What follows belongs to an exercise in optimizing a design on an open flow for small area, a short achievable clock period and few clock cycles per item; a production flow would make more cautious choices. No functional check of the RTL was part of any run shown here. Power figures rest on the tool's default switching activity, not on a simulated workload.

==> design.v <==
module cobbler_xu (
    input  wire        clk,
    input  wire        rst,
    input  wire        in_valid,
    output wire        in_ready,
    input  wire [31:0] in_insn,
    input  wire [31:0] in_pc,
    input  wire [31:0] in_a,
    input  wire [31:0] in_b,
    output wire        out_valid,
    input  wire        out_ready,
    output wire [31:0] out_result,
    output wire        out_wen,
    output wire [3:0]  out_rd,
    output wire [31:0] out_npc,
    output wire        out_trap,
    output wire [3:0]  out_cause,
    output wire [31:0] out_eaddr
);
    localparam [1:0] M_IDLE = 2'd0, M_MUL = 2'd1, M_DINIT = 2'd2, M_DITER = 2'd3;
    reg        ov_q;           
    reg        trap_q, wen_q, align_q;
    reg [3:0]  rd_q;
    reg [31:0] r_q;            
    reg [31:0] n_q;            
    reg [1:0]  mode_q;         
    reg [4:0]  cnt_q;          
    reg        dneg_q;         
    assign out_valid  = ov_q;
    assign out_trap   = trap_q;
    assign out_wen    = wen_q;
    assign out_rd     = rd_q;
    assign out_result = r_q;
    assign out_eaddr  = r_q;
    assign out_npc    = n_q;
    assign out_cause  = {2'b00, align_q, 1'b1};
    wire [5:0]  op    = in_insn[31:26];
    wire [3:0]  rd    = in_insn[25:22];
    wire [3:0]  ra_f  = in_insn[21:18];
    wire [3:0]  rb_f  = in_insn[17:14];
    wire [13:0] fn    = in_insn[13:0];
    wire [17:0] imm18 = in_insn[17:0];
    wire [25:0] imm26 = in_insn[25:0];
    wire [31:0] a = in_a;
    wire [31:0] b = in_b;
    wire [31:0] pc = in_pc;
    wire op_alu   = (op == 6'h00);
    wire op_addi  = (op == 6'h01);
    wire op_andi  = (op == 6'h02);
    wire op_ori   = (op == 6'h03);
    wire op_xori  = (op == 6'h04);
    wire op_slti  = (op == 6'h05);
    wire op_shfti = (op == 6'h06);
    wire op_lui   = (op == 6'h07);
    wire op_br    = (op[5:3] == 3'b010) && (op[2:1] != 2'b11);
    wire op_jal   = (op == 6'h16);
    wire op_jalr  = (op == 6'h17);
    wire fn_hi0   = (fn[13:5] == 9'd0);
    wire [4:0] f  = fn[4:0];
    wire f_add  = fn_hi0 && f == 5'd0;
    wire f_sub  = fn_hi0 && f == 5'd1;
    wire f_and  = fn_hi0 && f == 5'd2;
    wire f_or   = fn_hi0 && f == 5'd3;
    wire f_xor  = fn_hi0 && f == 5'd4;
    wire f_shl  = fn_hi0 && f == 5'd5;
    wire f_shr  = fn_hi0 && f == 5'd6;
    wire f_sra  = fn_hi0 && f == 5'd7;
    wire f_slt  = fn_hi0 && f == 5'd8;
    wire f_sltu = fn_hi0 && f == 5'd9;
    wire f_mul  = fn_hi0 && f == 5'd10;
    wire f_mulh = fn_hi0 && (f == 5'd11 || f == 5'd12);
    wire f_mulhs = fn_hi0 && f == 5'd12;
    wire f_divu = fn_hi0 && f == 5'd13;
    wire f_div  = fn_hi0 && (f == 5'd13 || f == 5'd14);
    wire f_min  = fn_hi0 && f == 5'd15;
    wire f_max  = fn_hi0 && f == 5'd16;
    wire f_clz  = fn_hi0 && f == 5'd17;
    wire f_popc = fn_hi0 && f == 5'd18;
    wire f_bswp = fn_hi0 && f == 5'd19;
    wire f_bad  = !fn_hi0 || f > 5'd19;
    wire is_mul = op_alu && (f_mul || f_mulh);
    wire is_div = op_alu && f_div;
    wire [31:0] simm = {{14{imm18[17]}}, imm18};
    wire [31:0] zimm = {14'd0, imm18};
    wire        use_b = op_alu || op_br;
    wire [31:0] opnd  = use_b ? b : simm;
    wire        do_sub = !(op_alu && f_add) && !op_addi && !op_jalr;
    wire [32:0] sum   = {1'b0, a} + {1'b0, do_sub ? ~opnd : opnd} + {32'd0, do_sub};
    wire        lt_u  = !sum[32];
    wire        lt_s  = (a[31] ^ opnd[31]) ? a[31] : sum[31];
    wire        eq    = (a == b);
    wire        div_init = (mode_q == M_DINIT);
    wire [1:0]  shk   = op_alu ? (f_shl ? 2'd0 : (f_shr ? 2'd1 : 2'd2)) : imm18[6:5];
    wire        sh_l  = !div_init && shk == 2'd0;
    wire        sh_a  = !div_init && shk == 2'd2;
    wire [4:0]  shamt = div_init ? cnt_q : (op_alu ? b[4:0] : imm18[4:0]);
    reg  [31:0] a_rev, sh_out;
    integer i;
    always @(*) begin
        for (i = 0; i < 32; i = i + 1)
            a_rev[i] = a[31 - i];
    end
    wire [31:0] sh_in  = sh_l ? a_rev : a;
    wire [32:0] sh_x   = {sh_a & a[31], sh_in};
    wire [32:0] sh_r   = $signed(sh_x) >>> shamt;
    always @(*) begin
        for (i = 0; i < 32; i = i + 1)
            sh_out[i] = sh_l ? sh_r[31 - i] : sh_r[i];
    end
    reg [5:0] clz_a, clz_b, popc;
    always @(*) begin
        clz_a = 6'd32;
        for (i = 0; i < 32; i = i + 1)
            if (a[i]) clz_a = 6'd31 - i[5:0];
        clz_b = 6'd32;
        for (i = 0; i < 32; i = i + 1)
            if (b[i]) clz_b = 6'd31 - i[5:0];
        popc = 6'd0;
        for (i = 0; i < 32; i = i + 1)
            popc = popc + {5'd0, a[i]};
    end
    wire [31:0] pc4   = pc + 32'd4;
    wire [31:0] boff  = op_jal ? {{4{imm26[25]}}, imm26, 2'b00} : {{12{imm18[17]}}, imm18, 2'b00};
    wire [31:0] ptgt  = pc + boff;
    wire [31:0] lopnd = op_alu ? b : zimm;
    wire [31:0] l_and = a & lopnd;
    wire [31:0] l_or  = a | lopnd;
    wire [31:0] l_xor = a ^ lopnd;
    reg        illegal, wr, taken;
    reg [31:0] res;
    always @(*) begin
        illegal = 1'b0;
        wr      = 1'b1;
        taken   = 1'b0;
        res     = 32'd0;
        if (op_alu) begin
            if (f_add | f_sub)      res = sum[31:0];
            if (f_and)              res = l_and;
            if (f_or)               res = l_or;
            if (f_xor)              res = l_xor;
            if (f_shl|f_shr|f_sra)  res = sh_out;
            if (f_slt)              res = {31'd0, lt_s};
            if (f_sltu)             res = {31'd0, lt_u};
            if (f_min)              res = lt_s ? a : b;
            if (f_max)              res = lt_s ? b : a;
            if (f_clz)              res = {26'd0, clz_a};
            if (f_popc)             res = {26'd0, popc};
            if (f_bswp)             res = {a[7:0], a[15:8], a[23:16], a[31:24]};
            if ((f_clz | f_popc | f_bswp) && rb_f != 4'd0) illegal = 1'b1;
            if (f_bad) illegal = 1'b1;
        end else if (op_addi) res = sum[31:0];
        else if (op_andi) res = l_and;
        else if (op_ori)  res = l_or;
        else if (op_xori) res = l_xor;
        else if (op_slti) res = {31'd0, lt_s};
        else if (op_shfti) begin
            res = sh_out;
            illegal = (imm18[17:7] != 11'd0) || (imm18[6:5] == 2'd3);
        end else if (op_lui) begin
            res = {imm18, 14'd0};
            illegal = (ra_f != 4'd0);
        end else if (op_br) begin
            wr = 1'b0;
            case (op[2:0])
                3'd0: taken = eq;
                3'd1: taken = !eq;
                3'd2: taken = lt_s;
                3'd3: taken = !lt_s;
                3'd4: taken = lt_u;
                default: taken = !lt_u;
            endcase
        end else if (op_jal | op_jalr) begin
            res = pc4;
            taken = 1'b1;
        end else begin
            illegal = 1'b1;
        end
    end
    wire        align  = op_jalr && (sum[1:0] != 2'b00);
    wire        trap   = illegal | align;
    wire [3:0]  rd_eff = op_jal ? 4'd15 : rd;
    wire [31:0] tgt    = op_jalr ? sum[31:0] : ptgt;
    wire [31:0] npc    = trap ? pc : (taken ? tgt : pc4);
    wire [31:0] rval   = illegal ? in_insn : (align ? sum[31:0] : res);
    wire        m_busy  = (mode_q == M_MUL);
    wire        m_last  = m_busy && cnt_q[2:0] == 3'd7;
    wire [3:0]  m_dig   = m_busy ? n_q[3:0] : b[3:0];
    wire [31:0] m_acc   = m_busy ? r_q : 32'd0;
    wire        m_sgn   = f_mulhs;
    wire signed [32:0] m_a   = {m_sgn & a[31], a};
    wire signed [4:0]  m_d   = {m_last & m_sgn & m_dig[3], m_dig};
    wire signed [32:0] m_accx = {m_sgn & m_acc[31], m_acc};
    wire signed [37:0] m_s   = m_accx + m_a * m_d;
    wire [31:0] m_lo    = {m_s[3:0], m_busy ? n_q[31:4] : b[31:4]};
    wire [31:0] m_res   = f_mul ? m_lo : m_s[35:4];
    wire        d_iter  = (mode_q == M_DITER);
    wire [5:0]  d_s     = clz_b - clz_a;
    wire        b_zero  = (b == 32'd0);
    wire [32:0] d_part  = d_iter ? {r_q, a[cnt_q]} : {1'b0, sh_out};
    wire [33:0] d_trial = {1'b0, d_part} - {2'b00, b};
    wire        d_fits  = !d_trial[33];
    wire [31:0] d_rem   = d_fits ? d_trial[31:0] : d_part[31:0];
    wire [31:0] d_quo   = {n_q[30:0], d_fits};
    wire        d_quick = div_init && (b_zero || dneg_q);
    wire        d_last  = (div_init || d_iter) && (d_quick || cnt_q == 5'd0);
    wire [31:0] d_qres  = d_quick ? (b_zero ? 32'hFFFF_FFFF : 32'd0) : (div_init ? {31'd0, d_fits} : d_quo);
    wire [31:0] d_rres  = d_quick ? a : d_rem;
    wire [31:0] d_res   = f_divu ? d_qres : d_rres;
    wire idle    = (mode_q == M_IDLE);
    wire free    = !ov_q || out_ready;
    wire multi   = is_mul || is_div;
    assign in_ready = idle ? (free && !multi) : (m_last || d_last);
    wire accept  = in_valid && in_ready;
    wire start   = in_valid && idle && free && multi;
    always @(posedge clk) begin
        if (rst) begin
            ov_q   <= 1'b0;
            mode_q <= M_IDLE;
        end else begin
            if (accept)
                ov_q <= 1'b1;
            else if (out_ready)
                ov_q <= 1'b0;
            if (accept)
                mode_q <= M_IDLE;
            else if (start)
                mode_q <= is_mul ? M_MUL : M_DINIT;
            else if (div_init)
                mode_q <= M_DITER;
        end
    end
    always @(posedge clk) begin
        if (start) begin
            cnt_q  <= is_mul ? 5'd1 : d_s[4:0];
            dneg_q <= d_s[5];
        end else begin
            cnt_q  <= m_busy ? cnt_q + 5'd1 : cnt_q - 5'd1;
        end
        if (idle ? free : (m_last || d_last)) begin
            trap_q  <= trap;
            align_q <= !illegal;
            wen_q   <= wr && !trap && (rd_eff != 4'd0);
            rd_q    <= rd_eff;
        end
        if (m_busy || (idle && is_mul && free)) begin
            r_q     <= m_last ? m_res : m_s[35:4];
            n_q     <= m_last ? npc : m_lo;
        end else if (!idle) begin
            r_q     <= d_last ? d_res : d_rem;
            n_q     <= d_last ? npc : (div_init ? {31'd0, d_fits} : d_quo);
        end else if (free) begin
            r_q     <= rval;
            n_q     <= npc;
        end
    end
endmodule
==> run.sh <==
#!/bin/bash
# synth_recipe.tcl (not shown) runs the flow's synth.tcl, then flattens the netlist and writes it again
# the make line also repeats each setting of config.mk as NAME=value (left out here)
make -C /OpenROAD-flow-scripts/flow DESIGN_CONFIG=/design/flow/config.mk WORK_HOME=/design/flow/orfs CLKGATE_MAP_FILE= SYNTH_SCRIPT=/design/flow/synth_recipe.tcl finish
==> config.mk <==
export PLATFORM = sky130hd
export DESIGN_NAME = cobbler_xu
export DESIGN_NICKNAME = cobbler_xu
export VERILOG_FILES = /design/flow/design.v
export SDC_FILE = /design/flow/constraint.sdc
export NUM_CORES = 4
export LEC_CHECK = 0
export CAP_MARGIN = 30
export CORE_MARGIN = 2
export CORE_UTILIZATION = 30
export SLEW_MARGIN = 30
==> constraint.sdc <==
create_clock -name core_clock -period 12.0 [get_ports {clk}]
set_input_delay 2.4000 -clock core_clock [delete_from_list [all_inputs] [get_ports {clk}]]
set_output_delay 2.4000 -clock core_clock [all_outputs]
set_load 0.01 [all_outputs]
==> impl_metrics.csv, run 1 <==
group,metric,value,unit
status,outcome,"finished clean",
place,place_hpwl,191900,um
detailed_routing,routed_via_count_divided_by_cell_count,6.956,
clocking,cts_tree,"done",
setup_path,reg2reg_setup_slack,3.49,ns
setup_path,worst_r2r_endpoint,"r_q[30]",
sta,final.period_utilization,0.9036,
grt,grt_pass1_vias,38656,
finish,layout.nets,5219,
clocking,root_buffer,"clkbuf_16",
setup_path,required,12.26,ns
setup_path,crit_reg_reg_startpoint,"mode_q[0]",
finish,drive_gt1_frac,0.1081,
setup_path,cp_data_arrival_time,11.11,ns
setup_path,critPathKind,"primary input to flop",
synthesis,yosys_warnings,1,
min_path,worstHoldStart,"cnt_q[4]",
sta,rsz0062_at_grt,"no",
synthesis,synth_top_area_share,0.1006,
die,rows,118,
finish,final_non_filler_cell_total,6104,
synthesis,syn_area_per_cell,7.034,um^2
synthesis,synth_sequential_area_ratio,0.07383,
detailed_routing,post_detailed_route_count_of_antenna_violating_nets,0,
detailed_routing,avgRoutedWirePerCell,41.25,um
min_path,hold_path_class,"flop to flop",
synthesis,yosys_register_bits,80,
place,portbufs,236,
detailed_routing,vias,42459,
detailed_routing,detailedRoute.firstIterationViolations,7024,
place,place.gp.congestion,1.139,
synthesis,synth_enable_flop_cells,72,
clocking,clock_path_buffers,2,
die,floorplan.die.height,327.8,um
sta,worst_slew_margin_rel,0.1627,
finish,flow.area_growth_from_synthesis,18.30,%
die,io_pins,240,
grt,first_pass_grt_wire_length,336800,um
min_path,worstHoldPathCells,3,
setup_path,timing.critical_path.to_type,"flop",
sta,timing.final.crit_period,10.84,ns
grt,antenna_found_initial,39,
die,coreArea,103800,um^2
sta,tightestPinTransition,1.256,ns
detailed_routing,route.final.wire_length,251800,um
pwr,p_total,3.563,mW
flow_run,max_cap_viol_count,0,
clocking,cts_hold_buf,0,
finish,multi_input_combinational_cell_area,26830,um^2
clocking,numCtsBuffers,9,
synthesis,synth-main-ff-cell,"edfxtp_1",
die,die_w,327.8,um
clocking,clkSinkCount,80,
min_path,worst_hold_path.endpoint,"cnt_q[4]",
synthesis,synthesis.instances,4472,
clocking,ctsResizeCount,0,
sta,finalHoldViolations,0,
pwr,power_density,95.76,nW/um^2
clocking,post-cts-setup-buffers,0,
die,fp.dieArea,107500,um^2
sta,maxClockFrequency,0.09222,GHz
setup_path,critical_path.startpoint_type,"primary input",
sta,report.final.setup_viol,0,
grt,grt_max_degree,64,
synthesis,async_flop_share,0,
grt,overflow,0,
clocking,cts.clk_slew.worst_paths,0.08,ns
finish,sequential_cell_area,2322,um^2
setup_path,reg2reg_depth,31,
pwr,vdd_drop_max,99.35,uV
sta,fin_tns_setup,0,ns
detailed_routing,drt_drc_violations_left,0,
detailed_routing,drtPass1Iterations,10,
synthesis,main_area_contributors_after_synthesis,"fa_1 (10%), ha_1 (9.8%), a21oi_1 (7.4%), edfxtp_1 (6.9%), nand2_1 (6.5%)",
finish,fillerInstances,11186,
clocking,clock_tree.htree_level_count,3,
sta,timing_max_transition_violations_final,0,
synthesis,syn_area,31460,um^2
grt,grt_usage,0.4555,
synthesis,synth_largest_area_cell,"fa_1",
sta,worst_clock_skew,0.01631,ns
synthesis,synth.lib_cells_used.distinct,107,
place,place_area,36690,um^2
finish,postLayoutCellArea,37210,um^2
place,dpl.cell_count,6051,
clocking,insertion_delay,0.40,ns
pwr,power.leakage,15.05,nW
setup_path,worst-path-max-fanout,31,
die,initial_utilization,0.3031,
finish,layout.core_utilization,0.3585,
## per-layer routing
| metal | GRT usage | share of wire | wire [um] |
|---|---|---|---|
| met5 | 0 | 0.00042 | 106 |
| met4 | 0.3767 | 0.11 | 27090 |
| met3 | 0.2036 | 0.14 | 36410 |
| met2 | 0.6268 | 0.39 | 97490 |
| met1 | 0.5396 | 0.36 | 90720 |
## cell type report
| cell class | count | share of cell area |
|---|---|---|
| Clock buffer | 9 | 0.006052 |
| Antenna cell | 36 | 0.002421 |
| Sequential cell | 80 | 0.06241 |
| Inverter | 266 | 0.02683 |
| Timing Repair Buffer | 565 | 0.1319 |
| Multi-Input combinational cell | 3761 | 0.7210 |
| Tap cell | 1380 | 0.04640 |
| Clock inverter | 7 | 0.002925 |
## per-stage QoR
step / hold slack, ns / worst slack, ns
floorplan: 0.6435 / 2.986
global placement: 0.7385 / 1.141
detailed placement: 0.7326 / 1.086
CTS: 0.7518 / 1.491
global route: 0.8145 / 0.8699
finish: 0.7757 / 1.157
## worst max-delay path by stage
stage                    to  slack, ns        from  cells past startpoint
detailed placement  r_q[30]       1.09  in_insn[8]                     27
CTS                 r_q[30]       1.49  in_insn[8]                     27
global route        r_q[30]       0.87     in_b[0]                     31
finish              r_q[30]       1.16  in_insn[8]                     27
global placement    r_q[30]       1.14  in_insn[8]                     31
floorplan           r_q[27]       2.99  in_insn[8]                     26
## cells by family after synthesis
| group | share of synthesized area |
|---|---|
| AO/OA/AOI/OAI | 0.3402 |
| XOR/XNOR | 0.05875 |
| adder cells (fa/ha/maj) | 0.1984 |
| buffers and inverters | 0.08242 |
| flip-flops | 0.07383 |
| multiplexers | 0.04240 |
| other | 0.0002388 |
| AND/OR/NAND/NOR | 0.2038 |
## cells in the final DEF, fill, tap and decap left out, types with 40 or more instances in the layout
cell,Yosys,final
nand2_1,544,540
a21oi_1,467,466
nor2_1,387,380
buf_4,41,322
o21ai_0,297,293
inv_1,259,255
ha_1,246,246
clkdlybuf4s50_1,0,235
fa_1,158,158
a211oi_1,122,121
xnor2_1,125,120
nand3_1,112,111
a21o_1,96,96
xor2_1,86,83
a221oi_1,77,77
nor3_1,78,76
edfxtp_1,72,72
mux2i_1,66,65
o211ai_1,62,62
a31oi_1,58,56
nand2b_1,43,42
o21a_1,40,40
nand4_1,40,40
o22ai_1,40,40
## synth_stat cells (15+ instances only)
library cell  count
a211o_1          21
a211oi_1        122
a21boi_0         15
a21o_1           96
a21oi_1         467
a221o_1          20
a221oi_1         77
a22oi_1          25
a31oi_1          58
a32oi_1          16
and2_1           32
and3_1           30
buf_1            27
buf_2            35
buf_4            41
clkbuf_1        260
edfxtp_1         72
fa_1            158
ha_1            246
inv_1           259
mux2_2           25
mux2i_1          66
nand2_1         544
nand2b_1         43
nand3_1         112
nand4_1          40
nor2_1          387
nor2b_1          33
nor3_1           78
nor4_1           33
o2111ai_1        20
o211ai_1         62
o21a_1           40
o21ai_0         297
o21ai_1          19
o221ai_1         39
o22ai_1          40
o31ai_1          19
or2_2            16
or3_1            28
xnor2_1         125
xor2_1           86
## flip-flops by register name, indices dropped and copies added, names as in the netlist
register and cells:
align_q 1, cnt_q 5, dneg_q 1, mode_q 2, n_q 32, ov_q 1
r_q 32, rd_q 4, trap_q 1, wen_q 1
## power by group
group | leakage, nW | internal [mW] | switching (mW)
Clock | 0.165 | 0.189 | 0.178
Sequential | 0.822 | 0.341 | 0.0843
Combinational | 14.1 | 0.945 | 1.83
Total | 15.1 | 1.47 | 2.09
## worst max-delay path, cell delays in order
cell,delay (ns)
clkdlybuf4s50_1,0.78
nor3_1,0.60
nand2_1,0.31
nor3_1,0.52
nand2_1,0.27
nor2_1,0.61
and3_1,0.29
buf_4,0.36
nand2_1,0.13
fa_1,0.48
fa_1,0.51
inv_1,0.05
fa_1,0.44
ha_1,0.29
ha_1,0.32
a21oi_1,0.24
nor2b_1,0.10
o31ai_1,0.48
o211a_1,0.33
o211ai_1,0.15
a31oi_1,0.29
o21ai_0,0.16
or2_2,0.31
nor4_1,0.18
nor3_1,0.10
nor3_1,0.20
o32a_1,0.17
==> run 2: changes to the inputs <==
--- a/design.v
+++ b/design.v
@@ -18,11 +18,15 @@
     output wire [31:0] out_eaddr
 );
     localparam [1:0] M_IDLE = 2'd0, M_MUL = 2'd1, M_DINIT = 2'd2, M_DITER = 2'd3;
-    reg        ov_q;           
-    reg        trap_q, wen_q, align_q;
+    reg        v1_q;
+    reg [31:0] insn_q, pc_q, a_q, b_q;
+    reg        ov_q, trap_q, wen_q, align_q;
     reg [3:0]  rd_q;
     reg [31:0] r_q;            
     reg [31:0] n_q;            
+    reg        kv_q, ktrap_q, kwen_q, kalign_q;
+    reg [3:0]  krd_q;
+    reg [31:0] kr_q, kn_q;
     reg [1:0]  mode_q;         
     reg [4:0]  cnt_q;          
     reg        dneg_q;         
@@ -34,16 +38,16 @@
     assign out_eaddr  = r_q;
     assign out_npc    = n_q;
     assign out_cause  = {2'b00, align_q, 1'b1};
-    wire [5:0]  op    = in_insn[31:26];
-    wire [3:0]  rd    = in_insn[25:22];
-    wire [3:0]  ra_f  = in_insn[21:18];
-    wire [3:0]  rb_f  = in_insn[17:14];
-    wire [13:0] fn    = in_insn[13:0];
-    wire [17:0] imm18 = in_insn[17:0];
-    wire [25:0] imm26 = in_insn[25:0];
-    wire [31:0] a = in_a;
-    wire [31:0] b = in_b;
-    wire [31:0] pc = in_pc;
+    wire [5:0]  op    = insn_q[31:26];
+    wire [3:0]  rd    = insn_q[25:22];
+    wire [3:0]  ra_f  = insn_q[21:18];
+    wire [3:0]  rb_f  = insn_q[17:14];
+    wire [13:0] fn    = insn_q[13:0];
+    wire [17:0] imm18 = insn_q[17:0];
+    wire [25:0] imm26 = insn_q[25:0];
+    wire [31:0] a  = a_q;
+    wire [31:0] b  = b_q;
+    wire [31:0] pc = pc_q;
     wire op_alu   = (op == 6'h00);
     wire op_addi  = (op == 6'h01);
     wire op_andi  = (op == 6'h02);
@@ -181,17 +185,16 @@
     wire [3:0]  rd_eff = op_jal ? 4'd15 : rd;
     wire [31:0] tgt    = op_jalr ? sum[31:0] : ptgt;
     wire [31:0] npc    = trap ? pc : (taken ? tgt : pc4);
-    wire [31:0] rval   = illegal ? in_insn : (align ? sum[31:0] : res);
+    wire [31:0] rval   = illegal ? insn_q : (align ? sum[31:0] : res);
     wire        m_busy  = (mode_q == M_MUL);
     wire        m_last  = m_busy && cnt_q[2:0] == 3'd7;
-    wire [3:0]  m_dig   = m_busy ? n_q[3:0] : b[3:0];
     wire [31:0] m_acc   = m_busy ? r_q : 32'd0;
     wire        m_sgn   = f_mulhs;
     wire signed [32:0] m_a   = {m_sgn & a[31], a};
-    wire signed [4:0]  m_d   = {m_last & m_sgn & m_dig[3], m_dig};
+    wire signed [4:0]  m_d   = {m_last & m_sgn & b[3], b[3:0]};
     wire signed [32:0] m_accx = {m_sgn & m_acc[31], m_acc};
     wire signed [37:0] m_s   = m_accx + m_a * m_d;
-    wire [31:0] m_lo    = {m_s[3:0], m_busy ? n_q[31:4] : b[31:4]};
+    wire [31:0] m_lo    = {m_s[3:0], b[31:4]};
     wire [31:0] m_res   = f_mul ? m_lo : m_s[35:4];
     wire        d_iter  = (mode_q == M_DITER);
     wire [5:0]  d_s     = clz_b - clz_a;
@@ -206,51 +209,78 @@
     wire [31:0] d_qres  = d_quick ? (b_zero ? 32'hFFFF_FFFF : 32'd0) : (div_init ? {31'd0, d_fits} : d_quo);
     wire [31:0] d_rres  = d_quick ? a : d_rem;
     wire [31:0] d_res   = f_divu ? d_qres : d_rres;
+    wire        x_trap  = trap;
+    wire        x_align = !illegal;
+    wire        x_wen   = wr && !trap && (rd_eff != 4'd0);
+    wire [3:0]  x_rd    = rd_eff;
+    wire [31:0] x_r     = m_busy ? m_res : ((div_init || d_iter) ? d_res : rval);
+    wire [31:0] x_n     = npc;
     wire idle    = (mode_q == M_IDLE);
-    wire free    = !ov_q || out_ready;
     wire multi   = is_mul || is_div;
-    assign in_ready = idle ? (free && !multi) : (m_last || d_last);
-    wire accept  = in_valid && in_ready;
-    wire start   = in_valid && idle && free && multi;
+    wire deq     = ov_q && out_ready;
+    wire done    = idle ? !multi : (m_last || d_last);
+    wire move    = v1_q && done && !kv_q;
+    wire start   = v1_q && idle && multi && !kv_q && (!ov_q || out_ready);
+    assign in_ready = !v1_q || move;
     always @(posedge clk) begin
         if (rst) begin
+            v1_q   <= 1'b0;
             ov_q   <= 1'b0;
+            kv_q   <= 1'b0;
             mode_q <= M_IDLE;
         end else begin
-            if (accept)
-                ov_q <= 1'b1;
-            else if (out_ready)
-                ov_q <= 1'b0;
-            if (accept)
+            if (in_ready)
+                v1_q <= in_valid;
+            if (move)
                 mode_q <= M_IDLE;
             else if (start)
                 mode_q <= is_mul ? M_MUL : M_DINIT;
             else if (div_init)
                 mode_q <= M_DITER;
+            if (move) begin
+                ov_q <= 1'b1;
+                kv_q <= ov_q && !out_ready;
+            end else if (deq) begin
+                ov_q <= kv_q;
+                kv_q <= 1'b0;
+            end
         end
     end
     always @(posedge clk) begin
+        if (in_ready) begin
+            insn_q <= in_insn;
+            pc_q   <= in_pc;
+            a_q    <= in_a;
+            b_q    <= in_b;
+        end else if (start && is_mul || m_busy) begin
+            b_q    <= m_lo;
+        end
         if (start) begin
             cnt_q  <= is_mul ? 5'd1 : d_s[4:0];
             dneg_q <= d_s[5];
         end else begin
             cnt_q  <= m_busy ? cnt_q + 5'd1 : cnt_q - 5'd1;
         end
-        if (idle ? free : (m_last || d_last)) begin
-            trap_q  <= trap;
-            align_q <= !illegal;
-            wen_q   <= wr && !trap && (rd_eff != 4'd0);
-            rd_q    <= rd_eff;
-        end
-        if (m_busy || (idle && is_mul && free)) begin
-            r_q     <= m_last ? m_res : m_s[35:4];
-            n_q     <= m_last ? npc : m_lo;
-        end else if (!idle) begin
-            r_q     <= d_last ? d_res : d_rem;
-            n_q     <= d_last ? npc : (div_init ? {31'd0, d_fits} : d_quo);
-        end else if (free) begin
-            r_q     <= rval;
-            n_q     <= npc;
+        if (move) begin
+            ktrap_q  <= x_trap;
+            kalign_q <= x_align;
+            kwen_q   <= x_wen;
+            krd_q    <= x_rd;
+            kr_q     <= x_r;
+            kn_q     <= x_n;
+        end
+        if (move && (!ov_q || out_ready) || deq && kv_q) begin
+            trap_q  <= kv_q ? ktrap_q  : x_trap;
+            align_q <= kv_q ? kalign_q : x_align;
+            wen_q   <= kv_q ? kwen_q   : x_wen;
+            rd_q    <= kv_q ? krd_q    : x_rd;
+            r_q     <= kv_q ? kr_q     : x_r;
+            n_q     <= kv_q ? kn_q     : x_n;
+        end else if (start && is_mul || m_busy) begin
+            r_q     <= m_s[35:4];
+        end else if (div_init || d_iter) begin
+            r_q     <= d_rem;
+            n_q     <= div_init ? {31'd0, d_fits} : d_quo;
         end
     end
 endmodule
==> impl_metrics.csv, run 2 <==
group,metric,value,unit
status,outcome,"finished clean",
clocking,ctsResizeCount,0,
sta,finalHoldViolations,0,
pwr,power_density,167.1,nW/um^2
setup_path,slowest_delay,0.90,ns
die,initial_utilization,0.3017,
sta,rsz0062_at_grt,"no",
setup_path,timing.critical_path.to_type,"flop",
sta,final.period_utilization,0.8648,
min_path,hold_path_class,"flop to flop",
detailed_routing,routed_via_count_divided_by_cell_count,6.688,
setup_path,required,12.37,ns
sta,worst_slew_margin_rel,0.1901,
detailed_routing,post_detailed_route_count_of_antenna_violating_nets,0,
sta,timing_max_transition_violations_final,0,
finish,flow.area_growth_from_synthesis,16.17,%
finish,layout.cells.most_common,"nand2_1",
synthesis,synth_most_common_cell,"nand2_1",
finish,fillerInstances,13573,
clocking,numCtsBuffers,37,
sta,fin_tns_setup,0,ns
synthesis,synth_sequential_area_ratio,0.2137,
grt,grt_usage,0.4303,
synthesis,yosys_warnings,1,
detailed_routing,detailedRoute.firstIterationViolations,7109,
sta,timing.final.crit_period,10.38,ns
grt,grt_max_degree,61,
synthesis,main_area_contributors_after_synthesis,"edfxtp_1 (21%), fa_1 (8.1%), ha_1 (8.0%), nand2_1 (6.2%), a21oi_1 (5.7%)",
clocking,cts_hold_buf,0,
detailed_routing,drtPass1Iterations,9,
sta,report.final.setup_viol,0,
synthesis,synth_largest_area_cell,"edfxtp_1",
clocking,cts_tree,"done",
place,place_hpwl,223800,um
finish,postLayoutCellArea,45330,um^2
synthesis,synth_enable_flop_cells,271,
synthesis,yosys_register_bits,281,
sta,worst_hold_slack_across_all_endpoints,0.5569,ns
setup_path,cp_slowest_cell,"a21oi_4",
detailed_routing,vias,45981,
sta,maxClockFrequency,0.09637,GHz
finish,drive_gt1_frac,0.09340,
finish,layout.cells.most_common_list,"nand2_1 (638), a21oi_1 (439), nor2_1 (370)",
synthesis,synthesis.instances,4973,
clocking,clkSinkCount,281,
synthesis,synth_top_area_share,0.2086,
finish,layout.nets,5617,
die,rows,132,
pwr,p_total,7.575,mW
sta,tightestPinTransition,1.181,ns
pwr,power.leakage,17.98,nW
synthesis,synth-main-ff-cell,"edfxtp_1",
die,io_pins,240,
clocking,insertion_delay,0.63,ns
setup_path,critPathKind,"flop to flop",
detailed_routing,drt_drc_violations_left,0,
clocking,root_buffer,"clkbuf_16",
die,fp.dieArea,133000,um^2
grt,first_pass_grt_wire_length,386400,um
die,coreArea,129300,um^2
synthesis,syn_area,39020,um^2
grt,overflow,0,
synthesis,synthTopCellsByCount,"nand2_1 (641), a21oi_1 (443), nor2_1 (382)",
synthesis,synth.lib_cells_used.distinct,110,
setup_path,critical_path.startpoint_type,"flop",
flow_run,max_cap_viol_count,0,
clocking,clock_tree.htree_level_count,2,
setup_path,worst-path-max-fanout,42,
synthesis,syn_area_per_cell,7.846,um^2
place,portbufs,236,
die,die_w,364.6,um
sta,worst_clock_skew,0.04796,ns
pwr,vdd_drop_max,174.5,uV
detailed_routing,route.final.wire_length,295100,um
setup_path,cp_data_arrival_time,10.74,ns
grt,antenna_found_initial,37,
setup_path,worst_path_most_repeated_cell,"o21ai_0",
place,place.gp.congestion,1.107,
die,floorplan.die.height,364.6,um
place,place_area,43890,um^2
clocking,clock_path_buffers,3,
synthesis,async_flop_share,0,
clocking,cts.clk_slew.worst_paths,0.06,ns
clocking,post-cts-setup-buffers,0,
detailed_routing,avgRoutedWirePerCell,42.93,um
grt,grt_pass1_vias,42556,
-- run 2: changes by cell type after synthesis, sizes merged, moves of 26 or more --
cell / previous run / this run
o21ai: 319 / 358
a21oi: 471 / 445
a221oi: 80 / 52
inv: 260 / 288
nand2: 545 / 641
nand3: 112 / 148
edfxtp: 72 / 271
and3: 30 / 64
-- run 2: cell families after synthesis --
family          synth area share
compound gates            0.2806
simple gates              0.1825
buf+inv                  0.07443
fa+ha+maj                 0.1606
flops                     0.2137
xor+xnor                 0.04714
mux                      0.04089
other cells            0.0001925
-- run 2: final timing paths --
| kind | from | to | slack (ns) | cells past startpoint |
|---|---|---|---|---|
| max | insn_q[10] | r_q[15] | 1.62 | 25 |
| min | kwen_q | wen_q | 0.56 | 1 |
| max reg2reg | insn_q[10] | r_q[15] | 1.62 | 25 |
| min reg2reg | kwen_q | wen_q | 0.56 | 1 |
-- run 2: through the flow --
step                      setup WS (ns)  std cells    util
after floorplan                   4.222       4974       -
after global placement            2.110       6779  0.3382
after detailed placement          2.279       6781  0.3394
after CTS                         2.251       6848  0.3493
after global routing              1.482       6853  0.3501
final                             1.623       6875  0.3505
-- run 2: report_power, final --
group	internal, mW	total [mW]	switching [mW]	leakage (nW)
clock network	0.707	1.24	0.532	0.621
logic	1.55	4.89	3.34	14.6
registers	1.22	1.45	0.228	2.75
total	3.48	7.58	4.10	18.0
-- run 2: critical path: cells and delay by family (launching register included) --
| family | cells | cell delay, ns |
|---|---|---|
| DFF | 1 | 0.63 |
| adders and majority gates | 1 | 0.44 |
| muxes | 1 | 0.39 |
| AOI/OAI and AO/OA | 17 | 6.34 |
| buffers and inverters | 2 | 0.94 |
| and+or+nand+nor | 4 | 1.32 |
-- run 2: metal layers --
layer,global-route usage,wire length (um)
met2,0.6008,117100
met3,0.1511,36370
met5,0.006173,215
met1,0.5269,110900
met4,0.3589,30530
-- run 2: final cells by class --
class,instances,area [um^2],area share
Multi-Input combinational cell,3990,28190,0.6220
Sequential cell,281,8342,0.1840
Timing Repair Buffer,469,4134,0.09121
Tap cell,1742,2180,0.04809
Inverter,300,1129,0.02490
Clock buffer,43,948.4,0.02092
Clock inverter,24,334.1,0.007370
Antenna cell,26,65.06,0.001435

[separate check: timing with driven ports]
In the flow no input, the clock included, has a driving cell. The finished layouts below were timed again as built, in two steps.
Step 1 (the two cells are an assumption about what drives the block):
set clk [get_ports {clk}]
set_driving_cell -lib_cell sky130_fd_sc_hd__clkbuf_16 $clk
set_driving_cell -lib_cell sky130_fd_sc_hd__buf_2 [delete_from_list [all_inputs] $clk]
Step 2 adds t to the input delays and takes it off the output delays; t is the mean of the earliest and latest rising clock arrival at the registers after step 1. Input paths then give back, and output paths get back, about the clock's delay inside the block.
Slacks: ideal ports / drivers / drivers and shift; pairs: ideal ports / drivers.
| run | shift t [ns] | slack for setup (ns) | cell pins on the clock port's net |
|---|---|---|---|
| run 1 | 0.466 | 1.157 / 1.203 / 0.738 | 1 |
| run 2 | 0.675 | 1.623 / 1.623 / 1.623 | 1 |
After both steps setup and hold are still met in every run listed. For run 1, which loses most, drivers alone change the setup slack by +0.046 ns; drivers and shift together by -0.419 ns.
